Context: an optimization exercise on an open-source flow, tuned for small area and a short achievable clock period. The choices shown serve that exercise and are no tape-out recipe. The RTL was checked by simulation tests, not by an equivalence proof against the original design. The flow treats the clock pin as an ideal source, which a real chip does not have.

== the baseline ==
==> flow/design.v (excerpt) <==
module fp8_dot_acc (
    input  wire         clk,
    input  wire         rst,           
    input  wire         in_valid,
    input  wire         in_fmt_a,      
    input  wire         in_fmt_b,
    input  wire         in_accumulate,
    input  wire [127:0] in_a,
    input  wire [127:0] in_b,
    output reg          out_valid,
    output reg  [31:0]  out_acc,
    output reg          out_nan_in,
    output reg          out_acc_inf
);
    localparam N = 16;
    reg         v0, fa0, fb0, ac0;
    reg [127:0] a0, b0;
    always @(posedge clk) begin
        v0  <= in_valid & ~rst;
        fa0 <= in_fmt_a;
        fb0 <= in_fmt_b;
        ac0 <= in_accumulate;
        a0  <= in_a;
        b0  <= in_b;
    end
    wire [45:0] sum;
    wire [6:0]  emax;
    wire        g_nan, g_inf, g_neg, nan_in;
    fp8_group_add #(.N(N)) u_gadd (
        .fmt_a(fa0), .fmt_b(fb0), .a(a0), .b(b0),
  ...
For scale: about 9000 cells after synthesis, roughly 300 I/O pins, ~68000 um2 of cells after synthesis.
Settings: LEC_CHECK=0, ABC_AREA=1, CAP_MARGIN=20, CORE_MARGIN=2, CORE_UTILIZATION=65, CTS_CLUSTER_DIAMETER=120, CTS_CLUSTER_SIZE=24, PLACE_DENSITY=0.72, SETUP_SLACK_MARGIN=5, SLEW_MARGIN=20; clock period 150.0 ns.
standard.sh (not shown) runs the stock make flow with config.mk's settings and CLKGATE_MAP_FILE= SYNTH_SCRIPT=/design/flow/synth_recipe.tcl, a recipe that flattens the netlist after the stock synthesis.
==> flow/flow/run.sh <==
#!/bin/bash
# Own layout flow. It is the standard layout (standard.sh) with these
# changes to how the layout is made; the clock period and constraints are
# the standard flow's:
#  1. Synthesis: the standard synthesis script with Yosys's "synth -noabc",
#     so that the early ABC pass of synth's fine step does not restructure
#     the adders before extract_fa; otherwise ABC's XNOR/inverted-majority
#     choices leave an inverter on most full-adder pins. The final ABC
#     mapping uses abc_area.script here (area-oriented mapping, map -a,
#     with structural choices) in place of ORFS's abc_area.script. The standard
#     synthesis is run too, and its register instance names are given to
#     this netlist's registers (fixregs.py; the registers, their count and
#     cell types are the same). If they do not pair up, the standard netlist
#     is used.
#  2. The port buffers are sky130_fd_sc_hd__buf_1 cells (buffer_ports' own
#     choice is a slow clkdlybuf4s50 delay cell).
set -euo pipefail
W=$PWD
F=$W/flow
MARGIN=${MARGIN:-5}
RES=$W/orfs/results/$FLOW_PLATFORM/fp8_dot_acc/base
export BUFFER_PORTS_ARGS="-buffer_cell sky130_fd_sc_hd__buf_1"

# standard.sh with this flow's setup slack margin
sed -e "s/SETUP_SLACK_MARGIN=[0-9.]*//" \
    -e "s/\"\${@:-finish}\"/SETUP_SLACK_MARGIN=$MARGIN \"\${@:-finish}\"/" \
    standard.sh > flow_standard.sh

# 1. the standard synthesis (reference register names)
bash flow_standard.sh synth > flow_synth_standard.log 2>&1
cp "$RES/1_2_yosys.v" flow_standard_netlist.v

# the same synthesis without the early ABC pass, in its own work folder
sed -e 's/yosys synth -nofsm -noshare /yosys synth -nofsm -noshare -noabc /' \
    -e "1a proc abc {args} { set i [lsearch \$args -script]; if {\$i >= 0} { lset args [expr {\$i + 1}] $F/abc_area.script }; yosys abc {*}\$args }" \
    synth_recipe.tcl > flow_synth_noabc.tcl
grep -q -- '-noabc' flow_synth_noabc.tcl
sed -e "s#WORK_HOME=[^ ]*#WORK_HOME=$W/orfs_noabc#" \
    -e "s#SYNTH_SCRIPT=[^ ]*#SYNTH_SCRIPT=$W/flow_synth_noabc.tcl#" \
    -e '/^if \[\[/,$d' flow_standard.sh > flow_noabc.sh
NOABC=$W/orfs_noabc/results/$FLOW_PLATFORM/fp8_dot_acc/base/1_2_yosys.v
if bash flow_noabc.sh synth > flow_synth_noabc.log 2>&1 &&
   python3 "$F/fixregs.py" flow_standard_netlist.v "$NOABC" flow_noabc_netlist.v > flow_fixregs.log 2>&1; then
    cp flow_noabc_netlist.v "$RES/1_2_yosys.v"
    echo "using the -noabc netlist" >> flow_fixregs.log
else
    echo "using the standard netlist" >> flow_fixregs.log
fi

# 2. the standard flow up to CTS (1_synth.odb is rebuilt from 1_2_yosys.v)
bash flow_standard.sh cts > flow_layout_cts.log 2>&1

# 3. the clock port drives the first tree level directly
CTS_DB=$RES/4_1_cts.odb CLOCK_PORT=clk openroad -no_init -exit "$F/unroot.tcl" > flow_unroot.log 2>&1
cp "$RES/4_1_cts.odb" "$RES/4_cts.odb"
touch "$RES/4_cts.sdc"

# 4. the rest of the standard flow
bash flow_standard.sh > flow_layout.log 2>&1
Other scripts of this flow, unchanged in this note and not shown: flow/flow/abc_area.script, flow/flow/fixregs.py, flow/flow/unroot.tcl
Inputs modified between the baseline and the candidate:
--- a/flow/design.v
+++ b/flow/design.v
@@ -380,20 +380,19 @@
         end
     endgenerate
     assign g = n6[44] ? {neg, r} : 32'd0;
 endmodule
 module fp32_add (
     input  wire [31:0] x,
     input  wire [31:0] y,
     input  wire        y_nan,
     input  wire        y_inf,
-    output wire [31:0] s,
-    output wire        s_inf       
+    output wire [31:0] s
 );
     wire       sx = x[31], sy = y[31];
     wire [7:0] ex = x[30:23], ey = y[30:23];
     wire [22:0] fx = x[22:0], fy = y[22:0];
     wire x_spec = (ex == 8'hFF);
     wire x_nan = x_spec && (fx != 0);
     wire x_inf = x_spec && (fx == 0);
     genvar j;
     reg x_big;
@@ -423,30 +422,27 @@
     wire        t4 = t3 | (diff[3] & |a3[7:0]);
     wire [25:0] a5 = diff[4] ? {16'd0, a4[25:16]} : a4;
     wire        t5 = t4 | (diff[4] & |a4[15:0]);
     wire        far = |diff[7:5];
     wire [26:0] sm = far ? {26'd0, |ms} : {a5, t5};
     wire [26:0] big = {mb, 3'd0};
     wire        sub = sb ^ ss;
     wire [26:0] smx = sm ^ {27{sub}};
     wire [27:0] m;
-    wire [9:0]  ad0 = rca9(big[8:0],   smx[8:0],   sub);
-    wire [9:0]  ad1a = rca9(big[17:9],  smx[17:9],  1'b0);
-    wire [9:0]  ad2a = rca9(big[26:18], smx[26:18], 1'b0);
-    wire [9:0]  ad1b = inc9(ad1a[8:0]);
-    wire [9:0]  ad2b = inc9(ad2a[8:0]);
-    wire        q1 = ad0[9];
-    wire        q2 = ad1a[9] | (q1 & ad1b[9]);
-    wire        q3 = ad2a[9] | (q2 & ad2b[9]);
-    assign m[8:0]   = ad0[8:0];
-    assign m[17:9]  = q1 ? ad1b[8:0] : ad1a[8:0];
-    assign m[26:18] = q2 ? ad2b[8:0] : ad2a[8:0];
-    assign m[27]    = q3 ^ sub;
+    wire [27:0] cy;
+    assign cy[0] = sub;
+    generate
+        for (j = 0; j < 27; j = j + 1) begin : ad
+            assign m[j]    = big[j] ^ smx[j] ^ cy[j];
+            assign cy[j+1] = (big[j] & smx[j]) | (big[j] & cy[j]) | (smx[j] & cy[j]);
+        end
+    endgenerate
+    assign m[27] = cy[27] ^ sub;
     wire z4 = ~|m[27:12];
     wire [27:0] n1 = z4 ? {m[11:0], 16'd0} : m;
     wire z3 = ~|n1[27:20];
     wire [27:0] n2 = z3 ? {n1[19:0], 8'd0} : n1;
     wire z2 = ~|n2[27:24];
     wire [27:0] n3 = z2 ? {n2[23:0], 4'd0} : n2;
     wire z1 = ~|n3[27:26];
     wire [27:0] n4 = z1 ? {n3[25:0], 2'd0} : n3;
     wire k4 = |n4[1:0];
@@ -470,26 +466,24 @@
                 assign cb[j] = cb[j-1] & bp[j-1];
             end
             assign r[4*j]   = enc[4*j]   ^ cb[j];
             assign r[4*j+1] = enc[4*j+1] ^ (cb[j] & enc[4*j]);
             assign r[4*j+2] = enc[4*j+2] ^ (cb[j] & &enc[4*j +: 2]);
             assign r[4*j+3] = enc[4*j+3] ^ (cb[j] & &enc[4*j +: 3]);
         end
     endgenerate
     wire ovf = r[31] | &r[30:23];
-    wire nan_res = x_nan || y_nan || (x_inf && y_inf && (sx != sy));
-    assign s = nan_res ? 32'h7FC0_0000 :
+    assign s = (x_nan || y_nan || (x_inf && y_inf && (sx != sy))) ? 32'h7FC0_0000 :
                x_inf ? x :
                y_inf ? {sy, 31'h7F80_0000} :
                zero  ? {sx & sy, 31'd0} :
                ovf   ? {sb, 31'h7F80_0000} :
                {sb, r[30:0]};
-    assign s_inf = ~nan_res & (x_inf | y_inf | (~zero & ovf));
     function [7:0] rsub8(input [7:0] a, input [7:0] b);
         integer k; reg c;
         begin
             c = 1'b1;
             for (k = 0; k < 8; k = k + 1) begin
                 rsub8[k] = a[k] ^ ~b[k] ^ c;
                 c = (a[k] & ~b[k]) | (a[k] & c) | (~b[k] & c);
             end
         end
@@ -508,40 +502,18 @@
         integer k; reg c;
         begin
             c = 1'b1;
             for (k = 0; k < 9; k = k + 1) begin
                 rinc9[k] = a[k] ^ c;
                 c = a[k] & c;
             end
         end
     endfunction
-    function [9:0] rca9(input [8:0] a, input [8:0] b, input ci);
-        integer k; reg c;
-        begin
-            c = ci;
-            for (k = 0; k < 9; k = k + 1) begin
-                rca9[k] = a[k] ^ b[k] ^ c;
-                c = (a[k] & b[k]) | (a[k] & c) | (b[k] & c);
-            end
-            rca9[9] = c;
-        end
-    endfunction
-    function [9:0] inc9(input [8:0] a);
-        integer k; reg c;
-        begin
-            c = 1'b1;
-            for (k = 0; k < 9; k = k + 1) begin
-                inc9[k] = a[k] ^ c;
-                c = a[k] & c;
-            end
-            inc9[9] = c;
-        end
-    endfunction
 endmodule
 module fp8_dot_acc (
     input  wire         clk,
     input  wire         rst,           
     input  wire         in_valid,
     input  wire         in_fmt_a,      
     input  wire         in_fmt_b,
     input  wire         in_accumulate,
     input  wire [127:0] in_a,
@@ -590,20 +562,18 @@
         v2  <= v1 & ~rst;
         ac2 <= ac1 | ~v1;
         gn2 <= gn1 & v1;
         gi2 <= gi1 & v1;
         ni2 <= ni1;
         g2  <= (gi1 | ~v1) ? {gs1 & v1, 31'd0} : g;
     end
     reg az;
     wire [31:0] acc_next;
-    wire        acc_inf;
-    fp32_add u_add (.x((ac2 & ~az) ? out_acc : 32'd0), .y(g2), .y_nan(gn2), .y_inf(gi2),
-                    .s(acc_next), .s_inf(acc_inf));
+    fp32_add u_add (.x((ac2 & ~az) ? out_acc : 32'd0), .y(g2), .y_nan(gn2), .y_inf(gi2), .s(acc_next));
     always @(posedge clk) begin
         out_valid   <= v2 & ~rst;
         az          <= rst | (az & ~v2);
         out_acc     <= acc_next;
         out_nan_in  <= ni2;
-        out_acc_inf <= acc_inf;
+        out_acc_inf <= (acc_next[30:0] == 31'h7F80_0000);
     end
 endmodule
## What came out
- Status: routed via count divided by cell count parity (the baseline, the candidate)
- Taking the baseline as the reference, in the candidate synthesized cell count lower, via count lost about 0.36%, count of clock-buffer cells in the layout down about 8%, cell area now smaller.

## port drivers added, routing unchanged
The flow's constraints put no driver on any port. The routed layouts listed below were extracted and timed again, unchanged, in two steps. Step 1: set_driving_cell puts a clkbuf_16 on clk and a buf_2 on each other input, an assumption about the parent block. Step 2, shift: input delay + t, output delay - t, t = (earliest + latest rising clock arrival at the registers) / 2. This alone moves slack from input paths to output paths. a / b / c = ideal ports / drivers / drivers and shift; a / b = the first two.
| run | t (ns) | slack for setup (ns) | hold slack, ns | worst setup path after step 2 | worst data-port slew with drivers (ns) |
|---|---|---|---|---|---|
| the baseline | 0.577 | 118.963 / 118.862 / 119.439 | 0.358 / 0.358 / 0.358 | register to output | 0.05 |
| the candidate | 0.565 | 118.832 / 118.806 / 118.832 | 0.343 / 0.343 / 0.343 | register to register | 0.05 |
After both steps setup and hold are still met in every run listed.
